Source: an optimization exercise on an open RTL-to-GDS flow (aim: small area, a short achievable clock period and few clock cycles). Production flows keep margins and buffers that such runs may drop.
Function was checked by simulation only, so behaviour that the tests miss may differ from the original.

==> flow/design.v (excerpt) <==
module gcm_top (
    input  wire         clk,
    input  wire         rst,
    input  wire         cmd_valid,
    output wire         cmd_ready,
    input  wire [2:0]   cmd_op,
    input  wire [255:0] cmd_data,
    input  wire [4:0]   cmd_nbytes,
    output reg          out_valid,
    output reg          out_tag,
    output reg  [127:0] out_data
);
clock: 11.0 ns
lec_check: 0
abc_clock_period_in_ps: 5000
cap_margin: 40
core_margin: 2
core_utilization: 55
place_density: 0.7
slew_margin: 40
standard.sh (not shown) runs the stock make flow with config.mk's settings and CLKGATE_MAP_FILE= SYNTH_SCRIPT=/design/flow/synth_recipe.tcl, a recipe that flattens the netlist after the stock synthesis.
==> flow/flow/run.sh <==
#!/bin/bash
set -euo pipefail
bash standard.sh SETUP_SLACK_MARGIN=7.3 finish > flow.log 2>&1
The first run went through all stages and came out clean.
Testbench counts at the start, summed over its fixed seeds: cycles 2,649.
Next try:
--- a/flow/design.v
+++ b/flow/design.v
@@ -603,21 +603,19 @@
             ksk[wr] <= r_otag;
         end
         if (x_key) h <= k_d;
         if (x_st) begin
             ej0     <= k_d;
             decrypt <= c_d[96];
         end
         gin_last <= x_fin | x_key;
         gin_h2   <= x_key;
-        if (x_key) gin <= k_d;
-        if (x_aad | x_fin) gin <= c_d;
-        if (x_txt) gin <= decrypt ? ptext : ctext;
+        gin <= x_key ? k_d : ~x_txt ? c_d : decrypt ? ptext : ctext;
         if (e_st) begin
             len_a <= 57'd0;
             len_c <= 61'd0;
         end else begin
             if (e_aad) len_a <= inc_a[56:0];
             if (e_txt) len_c <= {lc_hi, lc_lo[4:0]};
         end
         out_data <= x_txt ? ctext : (g_sum ^ ej0);    
         out_tag <= g_last;
@@ -741,20 +739,21 @@
     input  wire [127:0] in_x,
     input  wire         in_last,    
     input  wire         in_h2,      
     input  wire [127:0] h,
     output wire         busy,       
     output reg          o_last,     
     output wire [127:0] o_sum       
 );
     reg [127:0] y0, y1, h2;
+    reg         e0, e1;             
     reg         par;                
-    wire [127:0] a  = (par ? y1 : y0) ^ in_x;
+    wire [127:0] a  = (par ? (e1 ? 128'd0 : y1) : (e0 ? 128'd0 : y0)) ^ in_x;
     wire [127:0] b  = in_last ? h : h2;
     wire [127:0] ar, br;
     genvar i;
     generate
         for (i = 0; i < 128; i = i + 1) begin : g_rev
             assign ar[i] = a[127 - i];
             assign br[i] = b[127 - i];
         end
     endgenerate
@@ -776,32 +775,36 @@
     wire [12:0]  gf = ({7'b0, g} ^ {6'b0, g, 1'b0}) ^ ({5'b0, g, 2'b0} ^ {g, 7'b0});
     wire [127:0] zr = (p[127:0] ^ f[127:0]) ^ {115'b0, gf};
     wire [127:0] z;
     generate
         for (i = 0; i < 128; i = i + 1) begin : g_zrev
             assign z[127 - i] = zr[i];
         end
     endgenerate
     assign busy  = s_v;
-    assign o_sum = y0 ^ y1;
+    assign o_sum = (e0 ? 128'd0 : y0) ^ (e1 ? 128'd0 : y1);
     always @(posedge clk) begin
         s_lp   <= lp;
         s_par  <= par;
         s_last <= in_last;
         s_h2   <= in_h2;
         if (s_v & s_h2)               h2 <= z;
         if (s_v & ~s_h2 & ~s_par)     y0 <= z;
-        else if (clr)                 y0 <= 128'd0;
         if (s_v & ~s_h2 & s_par)      y1 <= z;
-        else if (clr)                 y1 <= 128'd0;
         if (rst) begin
             s_v    <= 1'b0;
             par    <= 1'b0;
+            e0     <= 1'b1;
+            e1     <= 1'b1;
             o_last <= 1'b0;
         end else begin
             s_v    <= in_v;
             o_last <= s_v & s_last & ~s_h2;
+            if (s_v & ~s_h2 & ~s_par)    e0 <= 1'b0;
+            else if (clr)                e0 <= 1'b1;
+            if (s_v & ~s_h2 & s_par)     e1 <= 1'b0;
+            else if (clr)                e1 <= 1'b1;
             if (clr)       par <= 1'b0;
             else if (in_v) par <= ~par;
         end
     end
 endmodule
Outcome: The changed run produced a clean layout; via count fell by 1.9%; utilization fell by 0.23 points; final area fell by 0.62%; clock skew rose by 0.019 ns; die area stays flat; wire length fell by 1.0%; sequential share of layout area rose by 0.11 points.
Testbench counts after the change, summed over its fixed seeds: cycles 2,649.

* * *

## maple
gcm_top again, from the RTL that the note above started with.
export LEC_CHECK = 0
export ABC_CLOCK_PERIOD_IN_PS = 5000
export CAP_MARGIN = 40
export CORE_MARGIN = 2
export CORE_UTILIZATION = 40
export SLEW_MARGIN = 40
create_clock -name core_clock -period 11.0 [get_ports {clk}]
==> flow/flow/run.sh <==
#!/bin/bash
set -euo pipefail
bash standard.sh SETUP_SLACK_MARGIN=6.8 finish > flow.log 2>&1
Testbench counts of maple, summed over its fixed seeds: cycles 2,649.
[inputs] oak vs maple
--- a/flow/design.v
+++ b/flow/design.v
@@ -605,17 +605,15 @@
         if (x_key) h <= k_d;
         if (x_st) begin
             ej0     <= k_d;
             decrypt <= c_d[96];
         end
         gin_last <= x_fin | x_key;
         gin_h2   <= x_key;
-        if (x_key) gin <= k_d;
-        if (x_aad | x_fin) gin <= c_d;
-        if (x_txt) gin <= decrypt ? ptext : ctext;
+        gin <= x_key ? k_d : ~x_txt ? c_d : decrypt ? ptext : ctext;
         if (e_st) begin
             len_a <= 57'd0;
             len_c <= 61'd0;
         end else begin
             if (e_aad) len_a <= inc_a[56:0];
             if (e_txt) len_c <= {lc_hi, lc_lo[4:0]};
         end
@@ -743,16 +741,17 @@
     input  wire         in_h2,      
     input  wire [127:0] h,
     output wire         busy,       
     output reg          o_last,     
     output wire [127:0] o_sum       
 );
     reg [127:0] y0, y1, h2;
+    reg         e0, e1;             
     reg         par;                
-    wire [127:0] a  = (par ? y1 : y0) ^ in_x;
+    wire [127:0] a  = (par ? (e1 ? 128'd0 : y1) : (e0 ? 128'd0 : y0)) ^ in_x;
     wire [127:0] b  = in_last ? h : h2;
     wire [127:0] ar, br;
     genvar i;
     generate
         for (i = 0; i < 128; i = i + 1) begin : g_rev
             assign ar[i] = a[127 - i];
             assign br[i] = b[127 - i];
@@ -778,30 +777,34 @@
     wire [127:0] z;
     generate
         for (i = 0; i < 128; i = i + 1) begin : g_zrev
             assign z[127 - i] = zr[i];
         end
     endgenerate
     assign busy  = s_v;
-    assign o_sum = y0 ^ y1;
+    assign o_sum = (e0 ? 128'd0 : y0) ^ (e1 ? 128'd0 : y1);
     always @(posedge clk) begin
         s_lp   <= lp;
         s_par  <= par;
         s_last <= in_last;
         s_h2   <= in_h2;
         if (s_v & s_h2)               h2 <= z;
         if (s_v & ~s_h2 & ~s_par)     y0 <= z;
-        else if (clr)                 y0 <= 128'd0;
         if (s_v & ~s_h2 & s_par)      y1 <= z;
-        else if (clr)                 y1 <= 128'd0;
         if (rst) begin
             s_v    <= 1'b0;
             par    <= 1'b0;
+            e0     <= 1'b1;
+            e1     <= 1'b1;
             o_last <= 1'b0;
         end else begin
             s_v    <= in_v;
             o_last <= s_v & s_last & ~s_h2;
+            if (s_v & ~s_h2 & ~s_par)    e0 <= 1'b0;
+            else if (clr)                e0 <= 1'b1;
+            if (s_v & ~s_h2 & s_par)     e1 <= 1'b0;
+            else if (clr)                e1 <= 1'b1;
             if (clr)       par <= 1'b0;
             else if (in_v) par <= ~par;
         end
     end
 endmodule
Results
The cell count after synthesis number comes out lower for maple vs oak. Delta (oak minus maple): share of the core filled with cells was more or less identical, total of flip-flops plus latches after synthesis has remained practically unchanged. Arrival time at the worst endpoint in oak is 0.05 ns above maple. Total number of nets in the final design for oak: 343 up relative to maple. Wire: oak routes more than maple. The flow for oak finished, though final verification flagged antenna rules.
Testbench counts of oak, summed over its fixed seeds: cycles 2,649.

-- what the ideal ports hide --
How much do the figures lean on ideal ports? The routed layouts below were timed once more, with nothing changed but the port constraints.
Step 1 assumes that a clkbuf_16 drives the clock port and a buf_2 every other input.
Step 2, shift: input delay + t, output delay - t, t = (earliest + latest rising clock arrival at the registers) / 2. This alone moves slack from input paths to output paths.
Three values: ideal ports, drivers, drivers and shift; two values: the first two.
run | t (ns) | slack for setup (ns) | worst hold slack (ns) | worst setup path at the end | clock arrival spread, ns
the first run of note 1 | 1.531 | 6.298 / 6.298 / 6.298 | 0.313 / 0.313 / 0.313 | register to register | 0.197 / 0.198
the second run of note 1 | 1.512 | 6.173 / 6.173 / 6.173 | 0.262 / 0.262 / 0.262 | register to register | 0.247 / 0.247
maple | 1.496 | 6.550 / 6.550 / 6.550 | 0.301 / 0.301 / 0.301 | register to register | 0.177 / 0.177
oak | 1.521 | 6.460 / 6.460 / 6.460 | 0.308 / 0.308 / 0.308 | register to register | 0.178 / 0.178
